This design comes from an exercise in tuning for small area and a short achievable clock period on the open sky130 flow, not from production work.
No functional check of the RTL was part of any run shown here.
Power figures rest on the tool's default switching activity, not on a simulated workload.

**design.v**
```verilog
module lc8b10b_slot (
    input  wire         clk,
    input  wire         rst,         
    input  wire         in_valid,
    input  wire         in_entry,    
    input  wire [159:0] in_sym,
    output wire         out_valid,
    output reg  [159:0] out_sym,     
    output reg  [127:0] out_data,    
    output reg  [15:0]  out_k,       
    output reg  [15:0]  out_err      
);
  reg [159:0] r_sym;
  reg [15:0]  r_err, r_okn, r_dfl;
  reg         r_valid;
  reg         st_n, st_p, st_t;
  assign out_valid = r_valid;
  wire [15:0]  okn, okp, gn, gp, dfl;    
  wire [127:0] byt;                 
  wire [15:0]  kk, a6, mfj, mgh;
  genvar g;
  generate
    for (g = 0; g < 16; g = g + 1) begin : sym
      lc_rx_sym rx (.w(in_sym[10*g +: 10]), .okn(okn[g]), .okp(okp[g]), .gn(gn[g]), .gp(gp[g]),
                    .dfl(dfl[g]));
      lc_tx_sym tx (.w(r_sym[10*g +: 10]), .byt(byt[8*g +: 8]), .kk(kk[g]),
                    .a6(a6[g]), .mfj(mfj[g]), .mgh(mgh[g]));
    end
  endgenerate
  reg [15:0] gn2, gp2, qn, qp, ft, qt;    
  reg [15:0] pn, pp;                      
  reg [15:0] bad;
  reg        sn, sp, t0;
  reg [9:0]  w, msk;
  reg        nw;
  reg [159:0] sym_n;
  integer    i, l, m;
  always @* begin
    gn2 = gn;
    gp2 = gp;
    for (l = 0; l < 4; l = l + 1) begin
      qn = gn2;
      qp = gp2;
      for (i = 0; i < 16; i = i + 1)
        if ((i >> l) & 1) begin
          m = ((i >> l) << l) - 1;
          gn2[i] = qn[i] | (~qp[i] & qn[m]);
          gp2[i] = qp[i] | (~qn[i] & qp[m]);
        end
    end
    sn = st_n & ~in_entry;
    sp = st_p & ~in_entry;
    pn = {gn2[14:0] | (~gp2[14:0] & {15{sn}}), sn};
    pp = {gp2[14:0] | (~gn2[14:0] & {15{sp}}), sp};
    for (i = 0; i < 16; i = i + 1) begin
      bad[i] = ~((~pp[i] & okn[i]) | (~pn[i] & okp[i]));
      sym_n[10*i +: 10] = bad[i] ? 10'b0001011110 : in_sym[10*i +: 10];
    end
  end
  always @* begin
    ft = r_dfl;
    for (l = 0; l < 4; l = l + 1) begin
      qt = ft;
      for (i = 0; i < 16; i = i + 1)
        if ((i >> l) & 1) begin
          m = ((i >> l) << l) - 1;
          ft[i] = qt[i] ^ qt[m];
        end
    end
    t0 = st_t;
    for (i = 0; i < 16; i = i + 1) begin
      out_err[i] = r_err[i];
      out_k[i]   = kk[i];
      out_data[8*i +: 8] = byt[8*i +: 8];
      w   = r_sym[10*i +: 10];
      msk = {mfj[i], mgh[i], mgh[i], mfj[i], {6{a6[i]}}};
      if (i == 0)
        nw = ~(t0 ^ r_okn[i]);
      else
        nw = ~(ft[i-1] ^ (t0 ^ r_okn[i]));
      out_sym[10*i +: 10] = w ^ (msk & {10{nw}});
    end
  end
  always @(posedge clk) begin
    r_sym   <= sym_n;
    r_err   <= bad;
    r_okn   <= okn | bad;
    r_dfl   <= dfl & ~bad;    
    if (rst) begin
      r_valid <= 1'b0;
      st_n    <= 1'b0;
      st_p    <= 1'b0;
      st_t    <= 1'b0;
    end else begin
      r_valid <= in_valid;
      if (in_valid) begin
        st_n <= gn2[15] | (~gp2[15] & sn);
        st_p <= gp2[15] | (~gn2[15] & sp);
      end
      if (in_valid & in_entry)
        st_t <= 1'b0;
      else if (r_valid)
        st_t <= t0 ^ ft[15];
    end
  end
endmodule
module lc_rx_sym (input wire [9:0] w, output wire okn, output wire okp, output wire gn, output wire gp, output wire dfl);
  wire new_n16, new_n17, new_n18, new_n19, new_n20, new_n21, new_n22, new_n23;
  wire new_n24, new_n25, new_n26, new_n27, new_n28, new_n29, new_n30, new_n31;
  wire new_n32, new_n33, new_n34, new_n35, new_n36, new_n37, new_n38, new_n39;
  wire new_n40, new_n41, new_n42, new_n43, new_n44, new_n45, new_n46, new_n47;
  wire new_n48, new_n49, new_n50, new_n51, new_n52, new_n53, new_n54, new_n55;
  wire new_n56, new_n57, new_n58, new_n59, new_n60, new_n61, new_n62, new_n63;
  wire new_n64, new_n65, new_n66, new_n67, new_n68, new_n69, new_n70, new_n71;
  wire new_n72, new_n73, new_n75, new_n76, new_n77, new_n78, new_n80, new_n81;
  wire new_n82, new_n83, new_n84, new_n87;
  assign new_n16 = ~w[4] & ~w[5];
  assign new_n17 = w[2] & w[3];
  assign new_n18 = w[0] & w[1];
  assign new_n19 = ~new_n17 & ~new_n18;
  assign new_n20 = ~w[0] & ~w[1];
  assign new_n21 = ~w[2] & ~w[3];
  assign new_n22 = ~new_n20 & ~new_n21;
  assign new_n23 = new_n19 & ~new_n22;
  assign new_n24 = ~new_n16 & ~new_n23;
  assign new_n25 = ~new_n19 & new_n22;
  assign new_n26 = w[4] & w[5];
  assign new_n27 = new_n17 & new_n26;
  assign new_n28 = ~new_n16 & ~new_n27;
  assign new_n29 = new_n23 & ~new_n28;
  assign new_n30 = w[2] & new_n18;
  assign new_n31 = new_n20 & new_n21;
  assign new_n32 = ~new_n30 & ~new_n31;
  assign new_n33 = ~new_n29 & new_n32;
  assign new_n34 = new_n26 & new_n33;
  assign new_n35 = ~new_n25 & ~new_n34;
  assign new_n36 = new_n24 & ~new_n35;
  assign new_n37 = w[3] & new_n30;
  assign new_n38 = ~new_n36 & ~new_n37;
  assign new_n39 = w[6] & w[7];
  assign new_n40 = w[8] & w[9];
  assign new_n41 = ~new_n39 & ~new_n40;
  assign new_n42 = ~w[6] & ~w[7];
  assign new_n43 = ~new_n41 & ~new_n42;
  assign new_n44 = w[4] & new_n25;
  assign new_n45 = new_n28 & ~new_n44;
  assign new_n46 = w[6] & ~new_n45;
  assign new_n47 = w[9] & new_n28;
  assign new_n48 = ~w[7] & ~w[8];
  assign new_n49 = ~new_n47 & new_n48;
  assign new_n50 = ~new_n46 & new_n49;
  assign new_n51 = ~new_n43 & ~new_n50;
  assign new_n52 = ~new_n38 & new_n51;
  assign new_n53 = ~new_n24 & new_n35;
  assign new_n54 = new_n38 & ~new_n53;
  assign new_n55 = ~w[8] & ~w[9];
  assign new_n56 = ~new_n42 & ~new_n55;
  assign new_n57 = ~new_n39 & ~new_n56;
  assign new_n58 = new_n16 & new_n21;
  assign new_n59 = ~new_n26 & ~new_n58;
  assign new_n60 = ~w[4] & new_n23;
  assign new_n61 = new_n59 & ~new_n60;
  assign new_n62 = ~w[6] & ~new_n61;
  assign new_n63 = ~w[9] & new_n59;
  assign new_n64 = w[7] & w[8];
  assign new_n65 = ~new_n63 & new_n64;
  assign new_n66 = ~new_n62 & new_n65;
  assign new_n67 = ~new_n57 & ~new_n66;
  assign new_n68 = new_n54 & new_n67;
  assign new_n69 = ~new_n52 & ~new_n68;
  assign new_n70 = new_n25 & ~new_n59;
  assign new_n71 = ~w[2] & new_n20;
  assign new_n72 = ~new_n37 & ~new_n71;
  assign new_n73 = ~new_n70 & new_n72;
  assign okn = ~new_n69 & new_n73;
  assign new_n75 = ~new_n51 & ~new_n53;
  assign new_n76 = new_n53 & ~new_n67;
  assign new_n77 = new_n33 & ~new_n36;
  assign new_n78 = ~new_n76 & new_n77;
  assign okp = ~new_n75 & new_n78;
  assign new_n80 = ~new_n41 & new_n56;
  assign new_n81 = new_n41 & ~new_n56;
  assign new_n82 = ~new_n80 & ~new_n81;
  assign new_n83 = new_n54 & new_n82;
  assign new_n84 = new_n38 & ~new_n80;
  assign gp = ~new_n81 & ~new_n84;
  assign gn = ~new_n83 & ~gp;
  assign new_n87 = ~new_n54 & ~new_n82;
  assign dfl = ~new_n83 & ~new_n87;
endmodule
module lc_tx_sym (input wire [9:0] w, output wire [7:0] byt, output wire kk, output wire a6, output wire mfj, output wire mgh);
  wire new_n23, new_n24, new_n25, new_n26, new_n27, new_n28, new_n29, new_n30;
  wire new_n31, new_n32, new_n33, new_n34, new_n35, new_n36, new_n37, new_n38;
  wire new_n39, new_n40, new_n41, new_n42, new_n44, new_n45, new_n46, new_n47;
  wire new_n48, new_n49, new_n50, new_n51, new_n52, new_n53, new_n54, new_n56;
  wire new_n57, new_n58, new_n59, new_n60, new_n61, new_n62, new_n63, new_n64;
  wire new_n66, new_n67, new_n68, new_n69, new_n70, new_n71, new_n72, new_n73;
  wire new_n74, new_n75, new_n76, new_n77, new_n78, new_n79, new_n80, new_n81;
  wire new_n82, new_n83, new_n85, new_n86, new_n87, new_n88, new_n89, new_n90;
  wire new_n91, new_n92, new_n93, new_n94, new_n95, new_n96, new_n98, new_n99;
  wire new_n100, new_n101, new_n102, new_n103, new_n104, new_n105, new_n106, new_n107;
  wire new_n108, new_n110, new_n111, new_n112, new_n113, new_n114, new_n115, new_n116;
  wire new_n117, new_n118, new_n119, new_n120, new_n121, new_n123, new_n124, new_n125;
  wire new_n126, new_n127, new_n128, new_n130, new_n131, new_n132, new_n133, new_n134;
  wire new_n135, new_n136, new_n138, new_n139, new_n140, new_n141, new_n142, new_n144;
  wire new_n145, new_n146, new_n147, new_n148, new_n149, new_n150, new_n151, new_n152;
  wire new_n153, new_n155, new_n156;
  assign new_n23 = ~w[2] & ~w[4];
  assign new_n24 = w[3] & w[5];
  assign new_n25 = ~w[1] & new_n24;
  assign new_n26 = ~w[3] & ~w[5];
  assign new_n27 = ~new_n24 & ~new_n26;
  assign new_n28 = w[1] & new_n27;
  assign new_n29 = ~new_n25 & ~new_n28;
  assign new_n30 = new_n23 & ~new_n29;
  assign new_n31 = w[1] & w[5];
  assign new_n32 = w[0] & ~new_n31;
  assign new_n33 = ~new_n24 & ~new_n32;
  assign new_n34 = ~new_n23 & ~new_n25;
  assign new_n35 = ~new_n33 & new_n34;
  assign new_n36 = ~w[3] & ~w[4];
  assign new_n37 = w[2] & ~new_n36;
  assign new_n38 = w[3] & ~w[5];
  assign new_n39 = ~w[0] & ~w[1];
  assign new_n40 = ~new_n38 & new_n39;
  assign new_n41 = ~new_n37 & new_n40;
  assign new_n42 = ~new_n35 & ~new_n41;
  assign byt[0] = new_n30 | ~new_n42;
  assign new_n44 = ~w[1] & ~new_n36;
  assign new_n45 = w[0] & w[2];
  assign new_n46 = new_n36 & ~new_n45;
  assign new_n47 = ~w[5] & ~new_n46;
  assign new_n48 = ~new_n44 & new_n47;
  assign new_n49 = ~w[0] & ~w[2];
  assign new_n50 = ~new_n45 & ~new_n49;
  assign new_n51 = ~new_n36 & new_n50;
  assign new_n52 = new_n36 & ~new_n50;
  assign new_n53 = w[5] & ~new_n52;
  assign new_n54 = ~new_n51 & new_n53;
  assign byt[1] = new_n48 | new_n54;
  assign new_n56 = ~w[0] & ~w[4];
  assign new_n57 = new_n24 & ~new_n32;
  assign new_n58 = ~w[4] & new_n24;
  assign new_n59 = ~w[2] & ~new_n36;
  assign new_n60 = ~new_n31 & ~new_n59;
  assign new_n61 = ~new_n58 & new_n60;
  assign new_n62 = ~new_n57 & ~new_n61;
  assign new_n63 = ~new_n56 & ~new_n62;
  assign new_n64 = ~new_n29 & new_n56;
  assign byt[2] = new_n63 | new_n64;
  assign new_n66 = ~w[0] & ~w[3];
  assign new_n67 = w[1] & new_n45;
  assign new_n68 = ~w[4] & ~new_n67;
  assign new_n69 = w[5] & new_n68;
  assign new_n70 = ~new_n66 & ~new_n69;
  assign new_n71 = w[1] & ~new_n49;
  assign new_n72 = ~new_n45 & ~new_n71;
  assign new_n73 = ~new_n70 & ~new_n72;
  assign new_n74 = ~new_n26 & ~new_n66;
  assign new_n75 = ~new_n68 & ~new_n74;
  assign new_n76 = w[0] & ~w[4];
  assign new_n77 = w[5] & new_n76;
  assign new_n78 = w[4] & ~w[5];
  assign new_n79 = ~w[1] & ~w[2];
  assign new_n80 = ~new_n66 & new_n79;
  assign new_n81 = ~new_n78 & new_n80;
  assign new_n82 = ~new_n77 & new_n81;
  assign new_n83 = ~new_n75 & ~new_n82;
  assign byt[3] = ~new_n73 & new_n83;
  assign new_n85 = w[4] & new_n27;
  assign new_n86 = ~new_n58 & new_n72;
  assign new_n87 = ~new_n85 & new_n86;
  assign new_n88 = ~w[0] & new_n79;
  assign new_n89 = ~new_n87 & ~new_n88;
  assign new_n90 = ~w[2] & w[3];
  assign new_n91 = w[5] & ~new_n90;
  assign new_n92 = w[4] & ~new_n91;
  assign new_n93 = ~new_n89 & ~new_n92;
  assign new_n94 = new_n23 & new_n26;
  assign new_n95 = ~w[4] & ~new_n94;
  assign new_n96 = new_n89 & ~new_n95;
  assign byt[4] = new_n93 | new_n96;
  assign new_n98 = ~w[7] & ~w[8];
  assign new_n99 = w[6] & ~w[9];
  assign new_n100 = ~new_n98 & ~new_n99;
  assign new_n101 = ~new_n94 & ~new_n100;
  assign new_n102 = w[8] & w[9];
  assign new_n103 = w[6] & ~w[7];
  assign new_n104 = new_n102 & ~new_n103;
  assign new_n105 = w[7] & ~w[9];
  assign new_n106 = w[6] & ~new_n105;
  assign new_n107 = new_n94 & ~new_n106;
  assign new_n108 = ~new_n104 & ~new_n107;
  assign byt[5] = new_n101 | ~new_n108;
  assign new_n110 = ~w[9] & ~new_n94;
  assign new_n111 = ~w[4] & new_n26;
  assign new_n112 = new_n110 & ~new_n111;
  assign new_n113 = new_n94 & new_n100;
  assign new_n114 = w[6] & ~new_n94;
  assign new_n115 = ~new_n113 & ~new_n114;
  assign new_n116 = ~new_n112 & new_n115;
  assign new_n117 = ~w[9] & new_n94;
  assign new_n118 = w[7] & w[8];
  assign new_n119 = ~new_n117 & new_n118;
  assign new_n120 = ~w[8] & new_n99;
  assign new_n121 = ~new_n119 & ~new_n120;
  assign byt[6] = new_n116 | ~new_n121;
  assign new_n123 = ~w[6] & w[7];
  assign new_n124 = ~new_n103 & ~new_n123;
  assign new_n125 = ~new_n94 & ~new_n124;
  assign new_n126 = ~w[8] & ~new_n125;
  assign new_n127 = ~new_n110 & ~new_n126;
  assign new_n128 = ~new_n105 & ~new_n127;
  assign byt[7] = new_n119 | new_n128;
  assign new_n130 = w[7] & new_n102;
  assign new_n131 = new_n95 & ~new_n130;
  assign new_n132 = w[2] & new_n24;
  assign new_n133 = ~w[8] & ~w[9];
  assign new_n134 = ~w[7] & new_n133;
  assign new_n135 = w[4] & ~new_n134;
  assign new_n136 = ~new_n132 & new_n135;
  assign kk = ~new_n131 & ~new_n136;
  assign new_n138 = ~w[3] & new_n78;
  assign new_n139 = ~new_n72 & ~new_n138;
  assign new_n140 = ~new_n67 & ~new_n139;
  assign new_n141 = new_n27 & new_n68;
  assign new_n142 = ~new_n140 & ~new_n141;
  assign a6 = ~new_n89 | new_n142;
  assign new_n144 = ~w[3] & new_n98;
  assign new_n145 = new_n72 & new_n144;
  assign new_n146 = ~new_n123 & ~new_n145;
  assign new_n147 = w[9] & ~new_n146;
  assign new_n148 = ~new_n102 & new_n103;
  assign new_n149 = w[3] & ~new_n72;
  assign new_n150 = w[6] & ~new_n149;
  assign new_n151 = new_n118 & ~new_n150;
  assign new_n152 = ~new_n148 & ~new_n151;
  assign new_n153 = ~new_n147 & new_n152;
  assign mfj = kk | new_n153;
  assign new_n155 = ~new_n102 & ~new_n133;
  assign new_n156 = ~new_n124 & new_n155;
  assign mgh = kk | ~new_n156;
endmodule
```
**flow/run.sh**
```bash
#!/bin/bash
# The standard layout (standard.sh), with three changes to how it is made:
# - synthesis maps with ABC's &nf mapper (flow/abc_map.script) instead of
#   ORFS's script, through flow/synth.tcl, which is synth_recipe.tcl with only
#   the ABC script swapped;
# - no full/half-adder extraction before ABC (ADDER_MAP_FILE empty);
# - ports are buffered with sky130_fd_sc_hd__buf_1.
# Each tool's output goes to the ORFS logs under orfs/logs; make's own output
# to flow_make.log here.
set -euo pipefail
W=$(pwd)
export FLOW_ABC_SCRIPT=$W/flow/abc_map.script
bash standard.sh "SYNTH_SCRIPT=$W/flow/synth.tcl" "ADDER_MAP_FILE=" \
  "BUFFER_PORTS_ARGS=-buffer_cell sky130_fd_sc_hd__buf_1" SETUP_SLACK_MARGIN=136 finish > flow_make.log 2>&1
test -s out/final.def
```
**flow/abc_map.script**
```
strash; &get -n; &nf -R 1000; &put; topo; stime -c
```
**flow/synth.tcl**
```tcl
# The standard flow's synthesis script (synth_recipe.tcl) with ABC's mapping script replaced
# by the one named in FLOW_ABC_SCRIPT.
proc synth {args} { yosys synth -nofsm -noshare {*}$args }
proc abc {args} {
  set i [lsearch -exact $args -script]
  if { $i >= 0 } { lset args [expr {$i + 1}] $::env(FLOW_ABC_SCRIPT) }
  yosys abc {*}$args
}
source $::env(SCRIPTS_DIR)/synth.tcl
# left out here: clear keep_hierarchy, flatten, clean up, hide names made inside functions, write 1_2_yosys.v
```
**standard.sh**
```bash
#!/bin/bash
# synth_recipe.tcl (not shown) runs the flow's synth.tcl, then flattens the netlist and writes it again
# the make line also repeats each setting of config.mk as NAME=value (left out here)
make -C /OpenROAD-flow-scripts/flow DESIGN_CONFIG=/design/flow/config.mk WORK_HOME=/design/flow/orfs CLKGATE_MAP_FILE= SYNTH_SCRIPT=/design/flow/synth_recipe.tcl "${@:-finish}"
```
**config.mk**
```make
export PLATFORM = sky130hd
export DESIGN_NAME = lc8b10b_slot
export DESIGN_NICKNAME = lc8b10b_slot
export VERILOG_FILES = /design/flow/design.v
export SDC_FILE = /design/flow/constraint.sdc
export NUM_CORES = 4
export LEC_CHECK = 0
export CAP_MARGIN = 20
export CORE_MARGIN = 2
export CORE_UTILIZATION = 40
export CTS_BUF_LIST = sky130_fd_sc_hd__clkbuf_4
export CTS_CLUSTER_SIZE = 20
export SLEW_MARGIN = 20
```
**constraint.sdc**
```tcl
create_clock -name core_clock -period 175.0 [get_ports {clk}]
set_input_delay 35.0000 -clock core_clock [delete_from_list [all_inputs] [get_ports {clk}]]
set_output_delay 35.0000 -clock core_clock [all_outputs]
set_load 0.01 [all_outputs]
```
==> results_dict.tcl, run 1 <==
set metrics [dict create \
    status "complete, no violations" \
    grt_first_pass_wirelength_um 106000 \
    nNetsFinal 3604 \
    cts_setup_buffers 0 \
    cts.sinks 212 \
    final_util_pct 47.40 \
    rows 81 \
    wirelength_um 68760 \
    fmaxAchievable_mhz 25.83 \
    cpMaxStageDelayCell "xnor2_2" \
    die_width_um 226.7 \
    slowest_delay_ns 0.52 \
    synth.ff_latch_count 212 \
    grt_overflow_total 0 \
    p_sw_uw 258.1 \
    worst_slew_pin_slew_ns 1.074 \
    ant_nets 0 \
    hpwl_um 53860 \
    power.density_nw_per_um2 19.70 \
    drive_gt1_share_pct 3.016 \
    core_area_um2 48950 \
    clk_pin_slew_worst_paths_ns 0.06 \
    wl_per_cell_um 16.53 \
    worstHoldStart "st_n" \
    antenna_found_initial 19 \
    synth_area_leader_cell "dfxtp_1" \
    netlist_top_cells_area "dfxtp_1, nor2_1, xnor2_1" \
    p_comb_share_pct 73.7 \
    start_kind "flop" \
    holdPathStages 2 \
    ir_drop_uv 17.21 \
    r2r_cells 4 \
    crit_fanout 9 \
    cp_common_cell "xnor2_1" \
    relSlewSlack_pct 26.54 \
    period_share_pct 22.13 \
    path_cells "xor2_2, xnor2_2, xnor2_2, buf_4, xnor2_1, xnor2_1, clkinv_1, o41ai_1, xnor2_1, buf_1" \
    htree_levels 2 \
    p_clk_share_pct 9.3 \
    leakage_uw 0.007900 \
    syn_avg_cell_area_um2 6.822 \
    min_period_ns 38.72 \
    synthFlopType "dfxtp_1" \
    async_flop_share_pct 0 \
    vias 23830 \
    first_pass_iters 6 \
    skew_ns 0.03197 \
    die_h_um 226.7 \
    arrival_ns 3.72 \
    start_util_pct 40.51 \
    root_buffer "clkbuf_4" \
    grt_setup_unrepaired "false" \
    grt_start_max_net_pins 19 \
    finalMaxSlewViolations 0 \
    cts.path.max_buffers 3 \
    hp-class "flop to flop" \
    ys_warn_count 1 \
    dr.first_iter.drc_count 1323 \
    synth_cell_types 40 \
    groute.usage.overall_pct 25.11 \
    grt_pass1_vias 21100 \
    viasPerCell 5.730 \
    num_io_pins 485 \
    drc 0 \
    syn_to_final_growth_pct 17.00 \
    clk_latency_ns 0.77 \
    syn_inst 2907 \
    synth.net_count 3071 \
    netSwitchingFraction_pct 56.46 \
    syn-cell-area_um2 19830 \
    sequentialPowerShare_pct 17.0 \
    place_congestion 0.9446 \
    fill_cells 5130 \
    crit_path_end_kind "primary output" \
    crit_start "r_dfl[0]" \
    setup_viol_count_final 0 \
    cts_made_buffers 61 \
    fp.dieArea_um2 51370 \
    crit_required_ns 140.00 \
    tns_ns 0 \
    cts_tree "built" \
    crit_type "flop to primary output" \
    rr_startpoint "st_p" \
    seq_area_frac_synth_pct 21.40 \
    synth_edf_count 0 \
    drv_cap 0 \
    hold_viol_final 0 \
    power.internal_uw 199.0 \
    port_buffers 484 \
    synth_top_area_share_pct 21.40 \
]
kinds of logic (layout without fill, tap and decap cells):
group                     count (synthesis)  in the layout  share of synthesized area [%]
and+or+nand+nor                        1272           1272                          30.30
muxes                                     3              3                         0.1514
DFF                                     212            212                          21.40
xor gates and xnor gates                256            256                          11.31
other                                     0             13                              0
buffers and inverters                   103            678                          2.252
AOI/OAI and AO/OA                      1061           1061                          34.59
critical path: cells and delay by family (launching register included):
| family | cells | cell delay (ns) |
|---|---|---|
| AO/OA/AOI/OAI | 1 | 0.13 |
| buffers and inverters | 3 | 0.69 |
| XOR/XNOR | 6 | 1.77 |
| flip-flops | 1 | 0.34 |
layout make-up:
| type | count | area [µm²] | share of cell area [%] |
|---|---|---|---|
| tap | 664 | 830.8 | 3.581 |
| multi-input combinational | 2592 | 15250 | 65.71 |
| inverter | 87 | 326.6 | 1.407 |
| sequential | 212 | 4245 | 18.30 |
| clock buffer | 75 | 563.0 | 2.427 |
| clock inverter | 30 | 126.4 | 0.5446 |
| antenna | 13 | 32.53 | 0.1402 |
| timing repair buffer | 486 | 1832 | 7.895 |
cells in the final DEF, fill, tap and decap left out, drive strengths merged, types with 14 or more instances in the layout:
cell     instances
xnor2          162
o22ai           74
nand2          341
nor3            69
clkinv         115
o21bai          14
clkbuf          75
or2             77
a221o           16
a311oi          16
o21ai          194
a211oi          98
o21a            24
nor2           378
and3            16
nor2b          113
a21boi          20
o41ai           20
and2            70
a22o            15
or3             26
o31a            14
nor4            29
o221ai          16
a2111oi         25
buf            486
nand3           50
a21o            24
xor2            94
o31ai           97
a21oi          271
a22oi           38
dfxtp          212
nand2b          97
a221oi          20
a31oi           45
state kept, by name (all words and copies together) (netlist names):
signal and count:
st_p 1, r_err 16, r_valid 1, st_n 1
st_t 1, r_okn 16, r_sym 160, r_dfl 16
worst paths after layout:
check,endpoint,slack [ns]
worst max-delay path,out_sym[157],136.28
worst min-delay path,st_n,0.54
worst max register to register,r_sym[51],172.58
worst min register to register,st_n,0.54
metal layers:
layer	global-route usage [%]	share of wire, %	up-vias
met1	30.63	42	10980
met4	11.44	3.7	12
li1	-	-	11880
met5	0	0.11	-
met2	41.59	47	810
met3	6.142	7.5	152
power by group through the flow:
| stage | Combinational [µW] | Sequential [µW] | Clock (µW) |
|---|---|---|---|
| 2_1_floorplan | 221 | 72.3 | 0 |
| 5_1_grt | 370 | 79.6 | 46.7 |
| 3_5_place_dp | 336 | 78.0 | 0 |
| 4_1_cts | 339 | 77.0 | 44.9 |
| 3_3_place_gp | 334 | 77.8 | 0 |
| 6_report | 337 | 77.6 | 42.7 |
repair_timing:
| action | in CTS | in global routing |
|---|---|---|
| hold endpoints to repair | 0 | 0 |
| hold buffers | 0 | 0 |
| setup endpoints to repair | 137 | 90 |
| resized for setup | 6 | 12 |
synthesized netlist by cell type (14+ instances only):
library cell / number
dfxtp_1: 212
a21oi_1: 271
and2_0: 70
nand2b_1: 97
a221oi_1: 20
clkinv_1: 87
o21bai_1: 14
o21a_1: 24
o21ai_0: 194
a21o_1: 24
o31a_1: 14
nor4_1: 29
or2_0: 77
buf_4: 16
o31ai_1: 97
nor3_1: 69
xor2_1: 94
a21boi_0: 20
o41ai_1: 20
and3_1: 16
nand2_1: 341
a2111oi_0: 25
nor2b_1: 113
a221o_1: 16
a22oi_1: 38
a211oi_1: 98
nor2_1: 378
a22o_1: 15
a31oi_1: 45
o22ai_1: 74
or3_1: 26
xnor2_1: 162
nand3_1: 50
o221ai_1: 16
a311oi_1: 16
per-stage QoR:
step	area (µm²)	worst slack [ns]	cells	power, µW	hold slack, ns
3_3_place_gp	22390	134.64	4041	412.3	0.4997
4_1_cts	23100	136.03	4146	460.6	0.5378
3_5_place_dp	22390	134.49	4041	414.5	0.5205
6_report	23200	136.28	4159	457.1	0.5392
5_1_grt	23200	135.96	4157	496.2	0.5764
2_1_floorplan	19830	136.35	2907	293.6	0.4761
==> run 2, diff against run 1 <==
--- a/design.v
+++ b/design.v
@@ -12,3 +12,4 @@
 );
-  reg [159:0] r_sym;
+  reg [159:0] r_nsym;                 
+  wire [159:0] r_sym = ~r_nsym;
   reg [15:0]  r_err, r_okn, r_dfl;
@@ -84,3 +85,3 @@
   always @(posedge clk) begin
-    r_sym   <= sym_n;
+    r_nsym  <= ~sym_n;
     r_err   <= bad;
--- a/flow/run.sh
+++ b/flow/run.sh
@@ -1,3 +1,3 @@
 #!/bin/bash
-# The standard layout (standard.sh), with three changes to how it is made:
+# The standard layout (standard.sh), with four changes to how it is made:
 # - synthesis maps with ABC's &nf mapper (flow/abc_map.script) instead of
@@ -6,3 +6,6 @@
 # - no full/half-adder extraction before ABC (ADDER_MAP_FILE empty);
-# - ports are buffered with sky130_fd_sc_hd__buf_1.
+# - ports are buffered with sky130_fd_sc_hd__buf_1;
+# - ORFS's timing repair aims for 136 ns of setup slack (SETUP_SLACK_MARGIN)
+#   instead of 0, so it sizes the slowest paths of this design up. The clock,
+#   its period and all constraints are the standard flow's own, unchanged.
 # Each tool's output goes to the ORFS logs under orfs/logs; make's own output
==> run 2 against run 1 <==
Compared with the run above:
- worst setup slack improved by 0.12 ns
- first-iteration DRC count rose by 20%
- clock power rose by about 10%
- via count fell by 2.8%
- sequential share of layout area rose by 0.10 points
- largest cell class unchanged
- still clean
- final cell count rose by 1.2%
- synthesized cell count rose by 1.6%
- flip-flop and latch count did not move
==> results_dict.tcl, run 2 <==
set metrics [dict create \
    crit_fanout 12 \
    ir_drop_uv 23.00 \
    syn_avg_cell_area_um2 6.653 \
    status "complete, no violations" \
    synth_top_area_share_pct 21.60 \
    synth_top_family_by_area "compound AO/OA/AOI/OAI gates" \
    drc 0 \
    cts.sinks 212 \
    root_buffer "clkbuf_4" \
    cp.depth 17 \
    worstHoldStart "st_n" \
    crit_start "in_sym[124]" \
    power.density_nw_per_um2 19.75 \
    setup_viol_count_final 0 \
    ys_top_cells_by_count "nand2_1, nor2_1, o21ai_0, a21oi_1, dfxtp_1" \
    syn_to_final_growth_pct 17.46 \
    syn-cell-area_um2 19650 \
    place_congestion 0.9093 \
    period_share_pct 22.06 \
    rr_startpoint "st_p" \
    drive_gt1_share_pct 3.282 \
    min_period_ns 38.60 \
    synth_cell_types 43 \
    crit_required_ns 175.67 \
    fp.dieArea_um2 50900 \
    fill_cells 5245 \
    cts_made_buffers 66 \
    seq_area_frac_synth_pct 21.60 \
    hp-class "flop to flop" \
    synth-simple-area-share_pct 31.28 \
    worstSetupEndpoint "r_nsym[155]" \
    largest_register_ffs 160 \
    grt_start_max_net_pins 19 \
    multi_input_area_um2 15060 \
    grt_first_pass_wirelength_um 103300 \
    tns_ns 0 \
    wl_per_cell_um 15.42 \
    synth_mux_area_share_pct 0.1529 \
    final-seq-area_um2 4245 \
    drv_cap 0 \
    hpwl_um 49910 \
    async_flop_share_pct 0 \
    first_pass_iters 6 \
    path_delay_family "compound AO/OA/AOI/OAI gates" \
    critical_path_buf_inv_count 3 \
    ant_nets 0 \
    hold_buffers 0 \
    core_area_um2 48750 \
    start_util_pct 40.30 \
    fin_total_pwr_uw 455.8 \
    groute.usage.overall_pct 24.43 \
    die_width_um 225.6 \
    synth_compound_area_share_pct 32.28 \
    clk_pin_slew_worst_paths_ns 0.06 \
    dr.first_iter.drc_count 1588 \
    yosysMostFrequentCell "nand2_1" \
    worstReg2RegEnd "r_nsym[67]" \
    grt_setup_unrepaired "false" \
    regMostFlops "r_nsym" \
    fmaxAchievable_mhz 25.90 \
    skew_ns 0.05097 \
    antenna_found_initial 15 \
    synth.net_count 3117 \
    rows 81 \
    grt_pass1_vias 20260 \
    ys_warn_count 1 \
    final_common_cell "nand2_1" \
    vias 23160 \
    hold_slack_ns 0.5200 \
    port_buffers 484 \
    relSlewSlack_pct 31.83 \
    reg2reg_setup_slack_ns 172.27 \
    synth-xor-area-share_pct 12.48 \
    synth_area_leader_cell "dfxtp_1" \
    finalMaxSlewViolations 0 \
    arrival_ns 39.28 \
    syn_inst 2953 \
    hold_viol_final 0 \
    path_cells "buf_1, and2_0, a31oi_1, o31ai_1, clkinv_1, a21oi_1, o31ai_1, or2_0, o21a_1, o31ai_1, clkinv_1, a21oi_1, o21ai_0, o21ai_0, a211oi_1, a21oi_1, nand2b_1" \
    num_io_pins 485 \
    nNetsFinal 3656 \
    cpMaxStageDelayCell "a21oi_1" \
    yosys.area_share.adder_pct 0 \
    die_h_um 225.6 \
    crit_type "input port to flop" \
    start_kind "input port" \
    wirelength_um 64920 \
    netlist_top_cells_area "dfxtp_1, nand2_1, xnor2_1" \
    grt_overflow_total 0 \
    final_cell_mix "nand2_1, buf_1, nor2_1" \
    leakage_uw 0.008035 \
    r2r_cells 5 \
    clk_latency_ns 0.77 \
    slowest_delay_ns 0.72 \
    worst_slew_pin_slew_ns 1.012 \
    synth_edf_count 0 \
    cts_tree "built" \
    synthFlopType "dfxtp_1" \
    cts.path.max_buffers 3 \
    htree_levels 3 \
    crit_path_end_kind "flop" \
    synth.ff_latch_count 212 \
    viasPerCell 5.503 \
]
[run 2: layout make-up]
cell class / count / area share, %
Multi-Input combinational cell: 2642 / 65.26
Sequential cell: 212 / 18.40
Timing Repair Buffer: 487 / 7.970
Tap cell: 664 / 3.600
Clock buffer: 92 / 2.993
Inverter: 83 / 1.350
Clock inverter: 18 / 0.3145
Antenna cell: 11 / 0.1193
[run 2: kinds of logic (layout without fill, tap and decap cells)]
logic type / after synthesis / count (layout)
mux: 3 / 3
simple gates: 1350 / 1350
other cells: 0 / 11
flops: 212 / 212
buf+inv: 99 / 680
xor+xnor: 280 / 280
compound gates: 1009 / 1009
[run 2: what timing repair did]
item	4_1_cts	5_1_grt
resized for setup	6	14
setup buffers	0	0
endpoints found under the setup margin	95	107
[run 2: worst min path at each step]
stage,slack [ns],to,cells past startpoint
floorplan,0.48,st_n,2
global placement,0.50,st_n,2
detailed placement,0.51,st_n,2
CTS,0.52,st_n,2
global route,0.55,st_n,2
finish,0.52,st_n,2
[run 2: per-layer routing]
layer	vias to the layer above	GRT usage (%)	part of all wire (%)
li1	11900	-	-
met1	10480	33.49	46
met2	656	37.27	44
met3	120	6.037	6.9
met4	12	8.246	2.7
met5	-	0	0.14
[run 2: tightest hold or removal path, cell delays in order, from the launching register on]
cell,delay [ns]
dfxtp_1,0.34
mux2i_1,0.07
nor2_1,0.07
[run 2: power by group]
| part | internal, µW | switching [µW] |
|---|---|---|
| Clock | 24.1 | 23.0 |
| Combinational | 123 | 207 |
| Sequential | 57.1 | 22.2 |
[run 2: metrics by stage]
step | instance area [µm²] | worst slack [ns] | utilization, % | instances
after detailed placement | 22210 | 134.58 | 45.55 | 4088
after floorplan | 19650 | 136.04 | - | 2953
after global placement | 22210 | 134.70 | 45.55 | 4088
after global routing | 23070 | 135.99 | 47.32 | 4206
final | 23080 | 136.40 | 47.34 | 4209
after CTS | 23000 | 136.01 | 47.18 | 4198
==> run 3, diff against run 2 <==
--- a/flow/run.sh
+++ b/flow/run.sh
@@ -2,3 +2,3 @@
 # The standard layout (standard.sh), with four changes to how it is made:
-# - synthesis maps with ABC's &nf mapper (flow/abc_map.script) instead of
+# - synthesis maps with ABC's dc2 then &nf mapper (flow/abc_map.script) instead of
 #   ORFS's script, through flow/synth.tcl, which is synth_recipe.tcl with only
==> flow/abc_map.script (replaced) <==
strash; dc2; &get -n; &nf -R 1000; &put; topo; stime -c
==> run 3 against run 2 <==
Compared with the run above:
- count of clock-buffer cells in the layout fell by 16
- largest cell class unchanged
- critical endpoint is now out_sym[148]
- final cell count fell by 3.2%
- power rose by 7.1%
- register-to-register slack got worse by 0.37 ns
- highest routed layer unchanged
==> results_dict.tcl, run 3 <==
set metrics [dict create \
    final_util_pct 49.14 \
    layoutNonFillerInstCount 4074 \
    hp-class "flop to flop" \
    synthFlopType "dfxtp_1" \
    syn_avg_cell_area_um2 6.806 \
    rows 80 \
    vias 23420 \
    finalMaxSlewViolations 0 \
    grt_start_max_net_pins 20 \
    port_buffers 484 \
    synth.net_count 3012 \
    clk_latency_ns 0.80 \
    dp_cells 3933 \
    crit_required_ns 140.00 \
    grt_pass1_vias 21290 \
    crit_path_end_kind "primary output" \
    worstReg2RegEnd "st_t" \
    grt_setup_unrepaired "true" \
    first_pass_iters 6 \
    worst_slew_pin_slew_ns 1.054 \
    syn_inst 2848 \
    num_io_pins 485 \
    drive_gt1_share_pct 6.181 \
    largest_register_ffs 160 \
    start_util_pct 40.60 \
    wirelength_um 66250 \
    setup_viol_count_final 0 \
    status "complete, no violations" \
    root_buffer "clkbuf_4" \
    arrival_ns 4.02 \
    hold_viol_final 0 \
    synth_area_leader_cell "dfxtp_1" \
    core_area_um2 47750 \
    clk_pin_slew_worst_paths_ns 0.07 \
    ys_top_cells_by_count "nor2_1, nand2_1, dfxtp_1, a21oi_1, xnor2_1" \
    tns_ns 0 \
    cts_made_buffers 59 \
    synth_cell_types 56 \
    cts_tree "built" \
    syn_to_final_growth_pct 21.05 \
    crit_type "flop to primary output" \
    antenna_found_initial 11 \
    viasPerCell 5.748 \
    yosysMostFrequentCell "nor2_1" \
    min_period_ns 39.02 \
    reg2reg_setup_slack_ns 171.90 \
    skew_ns 0.03585 \
    regMostFlops "r_nsym" \
    die_h_um 224.1 \
    grt_overflow_total 0 \
    seq_area_frac_synth_pct 21.90 \
    synth.ff_latch_count 212 \
    synth_edf_count 0 \
    dr.first_iter.drc_count 1712 \
    grt_first_pass_wirelength_um 104800 \
    place_congestion 0.9360 \
    ys_warn_count 1 \
    async_flop_share_pct 0 \
    period_share_pct 22.30 \
    ir_drop_uv 18.10 \
    fp.dieArea_um2 50240 \
    ant_nets 0 \
    final_cell_mix "nor2_1, nand2_1, buf_1" \
    netlist_top_cells_area "dfxtp_1, nor2_1, nand2_1" \
    hold_buffers 0 \
    cts.sinks 212 \
    drv_cap 0 \
    crit_start "r_dfl[0]" \
    cts.path.max_buffers 3 \
    hpwl_um 51290 \
    fmaxAchievable_mhz 25.63 \
    syn-cell-area_um2 19380 \
    leakage_uw 0.008394 \
    synth_top_area_share_pct 21.90 \
    groute.usage.overall_pct 24.72 \
    crit_fanout 3 \
    r2r_cells 15 \
    wl_per_cell_um 16.26 \
    final_common_cell "nor2_1" \
    nNetsFinal 3560 \
    worstSetupEndpoint "out_sym[148]" \
    rr_startpoint "r_dfl[0]" \
    fin_total_pwr_uw 488.0 \
    power.density_nw_per_um2 20.80 \
    htree_levels 2 \
    relSlewSlack_pct 29.16 \
    start_kind "flop" \
    die_width_um 224.1 \
    drc 0 \
]
==> run 3: final cells by class <==
cell class | count | area (µm²)
timing repair buffer | 503 | 2083
tap | 615 | 769.5
fill | 4941 | 24280
clock buffer | 76 | 570.5
sequential | 212 | 4250
inverter | 64 | 240.2
multi-input combinational | 2556 | 15260
antenna | 13 | 32.53
clock inverter | 35 | 254.0
==> run 3: layer usage <==
layer | track usage [%] | routed length (µm) | up-vias
li1 | - | - | 11610
met1 | 30.22 | 27780 | 10920
met2 | 42.30 | 32020 | 754
met3 | 4.565 | 4158 | 135
met4 | 10.80 | 2259 | 4
met5 | 0 | 32 | -
==> run 3: kinds of logic after synthesis <==
kind of cell,count (synthesis),share of synthesized area (%)
AOI/OAI and AO/OA,898,31.87
xor gates and xnor gates,244,11.03
buffers and inverters,80,1.859
DFF,212,21.90
muxes,7,0.3615
and+or+nand+nor,1407,32.99
==> run 3: critical path: stages, from the launching register on <==
cell	delay (ns)
dfxtp_4	0.38
xor2_4	0.18
xnor2_2	0.14
buf_6	0.15
xnor2_4	0.12
xor2_2	0.22
xor2_2	0.26
xor2_2	0.28
xor2_4	0.26
xnor2_4	0.13
xnor2_4	0.18
buf_12	0.15
xnor2_4	0.26
buf_12	0.15
o31ai_4	0.06
xor2_1	0.16
buf_2	0.16
==> run 3: worst min-delay path by stage <==
stage	startpoint	end	slack (ns)	cells past startpoint
after detailed placement	st_n	st_n	0.45	2
after floorplan	st_n	st_n	0.43	2
after CTS	st_n	st_n	0.46	2
after global routing	st_n	st_n	0.52	2
final	st_n	st_n	0.46	2
after global placement	st_n	st_n	0.45	2
==> run 3: timing repair <==
action | in CTS | in global routing
setup endpoints to repair | 89 | 135
resized for setup | 80 | 65
pin swaps | 15 | 14
buffers inserted | 13 | 4
==> run 3: per-stage QoR <==
| stage | instance area (µm²) | worst slack [ns] | hold slack (ns) |
|---|---|---|---|
| floorplan | 19380 | 136.55 | 0.4314 |
| global placement | 21870 | 135.28 | 0.4514 |
| detailed placement | 21870 | 135.16 | 0.4545 |
| CTS | 23160 | 135.78 | 0.4646 |
| global route | 23450 | 135.73 | 0.5243 |
| finish | 23460 | 135.98 | 0.4646 |
==> run 3: report_power, final <==
part / internal (µW) / switching (µW)
combinational: 152 / 209
sequential: 56.8 / 20.9
clock: 26.5 / 23.1
total: 235 / 253
==> run 4, diff against run 3 <==
==> flow/run.sh (replaced) <==
#!/bin/bash
# The standard layout (standard.sh), with four changes to how it is made:
# - synthesis maps with ABC's &nf mapper (flow/abc_map.script) instead of
#   ORFS's script, through flow/synth.tcl, which is synth_recipe.tcl with only
#   the ABC script swapped;
# - no full/half-adder extraction before ABC (ADDER_MAP_FILE empty);
# - ports are buffered with sky130_fd_sc_hd__buf_1;
# - ORFS's timing repair aims for 136.4 ns of setup slack (SETUP_SLACK_MARGIN)
#   instead of 0, so it sizes the slowest paths of this design up. The clock,
#   its period and all constraints are the standard flow's own, unchanged.
# Each tool's output goes to the ORFS logs under orfs/logs; make's own output
# to flow_make.log here.
set -euo pipefail
W=$(pwd)
export FLOW_ABC_SCRIPT=$W/flow/abc_map.script
bash standard.sh "SYNTH_SCRIPT=$W/flow/synth.tcl" "ADDER_MAP_FILE=" \
  "BUFFER_PORTS_ARGS=-buffer_cell sky130_fd_sc_hd__buf_1" SETUP_SLACK_MARGIN=136.4 finish > flow_make.log 2>&1
test -s out/final.def
==> flow/abc_map.script (replaced) <==
strash; &get -n; &nf -R 1000; &put; topo; stime -c
==> run 4 against run 3 <==
Compared with the run above:
- synthesized area grew 1.3%
- synthesized cell count grew 3.7%
- still clean
- power shrank 5.0%
- clock skew shrank 0.0056 ns
- sequential power grew 2%
- global-route usage shrank 0.41 points
- hold slack gained 0.051 ns
- largest cell class unchanged
- critical endpoint is now out_sym[80]
- die area grew 1.3%
- utilization shrank 1.2 points
- routed wire length shrank 1.1%
==> results_dict.tcl, run 4 <==
set metrics [dict create \
    status "complete, no violations" \
    netlist_top_cells_area "dfxtp_1, nand2_1, xnor2_1" \
    synth_edf_count 0 \
    nNetsFinal 3663 \
    antenna_found_initial 11 \
    ir_drop_uv 19.78 \
    arrival_ns 3.39 \
    rr_startpoint "st_p" \
    start_util_pct 40.30 \
    grt_first_pass_wirelength_um 102900 \
    slowest_delay_ns 0.35 \
    viasPerCell 5.476 \
    crit_path_end_kind "primary output" \
    leakage_uw 0.008128 \
    synth_top_area_share_pct 21.60 \
    first_pass_iters 5 \
    ys_top_cells_by_count "nand2_1, nor2_1, o21ai_0, a21oi_1, dfxtp_1" \
    relSlewSlack_pct 26.54 \
    final_cell_mix "nand2_1, buf_1, nor2_1" \
    power.density_nw_per_um2 19.85 \
    p_comb_share_pct 72.1 \
    root_buffer "clkbuf_4" \
    drv_cap 0 \
    reg2reg_setup_slack_ns 172.51 \
    finalMaxSlewViolations 0 \
    place_congestion 0.9287 \
    p_clk_share_pct 10.8 \
    wl_per_cell_um 15.54 \
    syn_to_final_growth_pct 18.88 \
    grt_setup_unrepaired "false" \
    vias 23100 \
    drc 0 \
    grt_pass1_vias 20250 \
    groute.usage.overall_pct 24.30 \
    rows 81 \
    fp.dieArea_um2 50900 \
    ant_nets 0 \
    cts.path.max_buffers 3 \
    fill_cells 5214 \
    period_share_pct 21.94 \
    synth_area_leader_cell "dfxtp_1" \
    clk_pin_slew_worst_paths_ns 0.06 \
    worst_slew_pin_slew_ns 1.074 \
    crit_type "flop to primary output" \
    synth_cell_types 43 \
    hold_buffers 0 \
    seq_area_frac_synth_pct 21.60 \
    hp-class "flop to flop" \
    start_kind "flop" \
    final_common_cell "nand2_1" \
    clk_latency_ns 0.77 \
    worstSetupEndpoint "out_sym[80]" \
    synth.ff_latch_count 212 \
    cpMaxStageDelayCell "a31o_1" \
    grt_start_max_net_pins 19 \
    yosysMostFrequentCell "nand2_1" \
    hold_viol_final 0 \
    dr.first_iter.drc_count 1437 \
    crit_fanout 9 \
    setup_viol_count_final 0 \
    regMostFlops "r_nsym" \
    async_flop_share_pct 0 \
    cts_made_buffers 60 \
    path_cells "xnor2_2, xnor2_1, buf_4, xnor2_4, buf_12, buf_4, xnor2_1, a31o_1, xor2_1, buf_1" \
    dp_cells 4088 \
    fmaxAchievable_mhz 26.05 \
    htree_levels 2 \
    syn_inst 2953 \
    cts_tree "built" \
    skew_ns 0.03028 \
    drive_gt1_share_pct 3.694 \
    power.internal_uw 210.7 \
    wirelength_um 65550 \
    port_buffers 484 \
    largest_register_ffs 160 \
    worstReg2RegEnd "r_nsym[58]" \
    p_sw_uw 252.9 \
    min_period_ns 38.39 \
    netSwitchingFraction_pct 54.56 \
    synth.net_count 3117 \
    syn_avg_cell_area_um2 6.653 \
    hpwl_um 50320 \
    tns_ns 0 \
    cts.sinks 212 \
    sequentialPowerShare_pct 17.1 \
    die_width_um 225.6 \
    layoutNonFillerInstCount 4219 \
    r2r_cells 5 \
    die_h_um 225.6 \
    syn-cell-area_um2 19650 \
    core_area_um2 48750 \
    num_io_pins 485 \
    grt_overflow_total 0 \
    crit_required_ns 140.00 \
    crit_start "r_dfl[0]" \
    ys_warn_count 1 \
    synthFlopType "dfxtp_1" \
]
run 4: routing by layer:
layer  global-route usage, %  share of wire [%]  up-vias
met5                       0              0.078        -
met2                   38.93                 46      591
met3                   4.111                5.7      115
met4                   8.460                2.7        8
li1                        -                  -    11900
met1                   32.90                 46    10490
run 4: worst max-delay path, delay by kind of cell, from the launching register on:
family          cells  cell delay, ns
buf+inv             4            0.73
compound gates      1            0.35
flops               1            0.34
xor+xnor            5            1.21
run 4: kinds of logic (layout without fill, tap and decap cells):
group	count (synthesis)	count (layout)	share of synthesized area, %
DFF	212	212	21.60
and+or+nand+nor	1350	1350	31.28
buffers and inverters	99	692	2.197
muxes	3	3	0.1529
AOI/OAI and AO/OA	1009	1009	32.28
xor gates and xnor gates	280	280	12.48
other	0	9	0
run 4: power by group through the flow:
| stage | sequential [µW] | combinational (µW) | clock [µW] |
|---|---|---|---|
| 3_5_place_dp | 79.9 | 328 | 0 |
| 6_report | 79.5 | 334 | 49.9 |
| 4_1_cts | 79.0 | 334 | 51.8 |
| 5_1_grt | 81.7 | 369 | 54.2 |
| 3_3_place_gp | 80.4 | 328 | 0 |
| 2_1_floorplan | 73.6 | 222 | 0 |
run 4: what timing repair did:
| action | CTS | global route |
|---|---|---|
| setup buffers | 2 | 11 |
| pin swaps | 1 | 3 |
| gates resized for setup | 21 | 29 |
| setup endpoints to repair | 198 | 188 |
run 4: how the worst min path moves through the flow:
stage / end / start / slack [ns] / cells after the start
2_1_floorplan: st_n / st_n / 0.48 / 2
3_3_place_gp: st_n / st_n / 0.49 / 2
3_5_place_dp: st_p / st_p / 0.51 / 2
4_1_cts: st_p / st_p / 0.52 / 2
5_1_grt: st_n / st_n / 0.57 / 2
6_report: st_p / st_p / 0.52 / 2
run 4: final cells by class:
type	count	area, µm²	share of cell area, %
Multi-Input combinational cell	2642	15170	64.97
Sequential cell	212	4245	18.18
Timing Repair Buffer	500	1949	8.347
Tap cell	664	830.8	3.557
Clock buffer	80	600.6	2.572
Inverter	83	311.5	1.334
Clock inverter	29	220.2	0.9429
Antenna cell	9	22.52	0.09643
run 4: through the flow:
step / hold slack [ns] / setup slack [ns] / util, % / area, µm² / power, µW
finish: 0.5151 / 136.61 / 47.91 / 23350 / 463.6
CTS: 0.5219 / 136.41 / 47.48 / 23150 / 464.6
detailed placement: 0.5054 / 134.40 / 45.55 / 22210 / 407.7
floorplan: 0.4761 / 136.42 / - / 19650 / 295.1
global placement: 0.4949 / 134.63 / 45.55 / 22210 / 408.7
global route: 0.5682 / 136.40 / 47.90 / 23350 / 504.8

==> static timing again, ports no longer ideal <==
Ports are ideal in the flow. The routed layouts listed here were re-timed in OpenROAD.
Step 1 (the two cells are an assumption about what drives the block):
set clk [get_ports {clk}]
set_driving_cell -lib_cell sky130_fd_sc_hd__clkbuf_16 $clk
set_driving_cell -lib_cell sky130_fd_sc_hd__buf_2 [delete_from_list [all_inputs] $clk]
Step 2 times the ports against the registers' clock, not the clock port: input delays grow and output delays shrink by t, the midpoint of the rising clock arrivals with the driver on.
a / b / c = no drivers / after step 1 / after step 2; a / b = the first two.
run | shift t [ns] | slack for setup (ns) | worst setup path at the end | worst data-port slew with drivers (ns) | pins driven straight from the clock port
run 1 | 0.816 | 136.278 / 136.227 / 135.576 | input to register | 0.10 | 1
run 2 | 0.805 | 136.395 / 136.359 / 135.620 | input to register | 0.08 | 1
run 3 | 0.828 | 135.976 / 135.924 / 135.483 | input to register | 0.11 | 1
run 4 | 0.806 | 136.613 / 136.558 / 135.892 | input to register | 0.11 | 1
After both steps setup and hold are still met in every run listed. For run 2, which loses most, drivers alone change the setup slack by -0.036 ns; drivers and shift together by -0.775 ns.
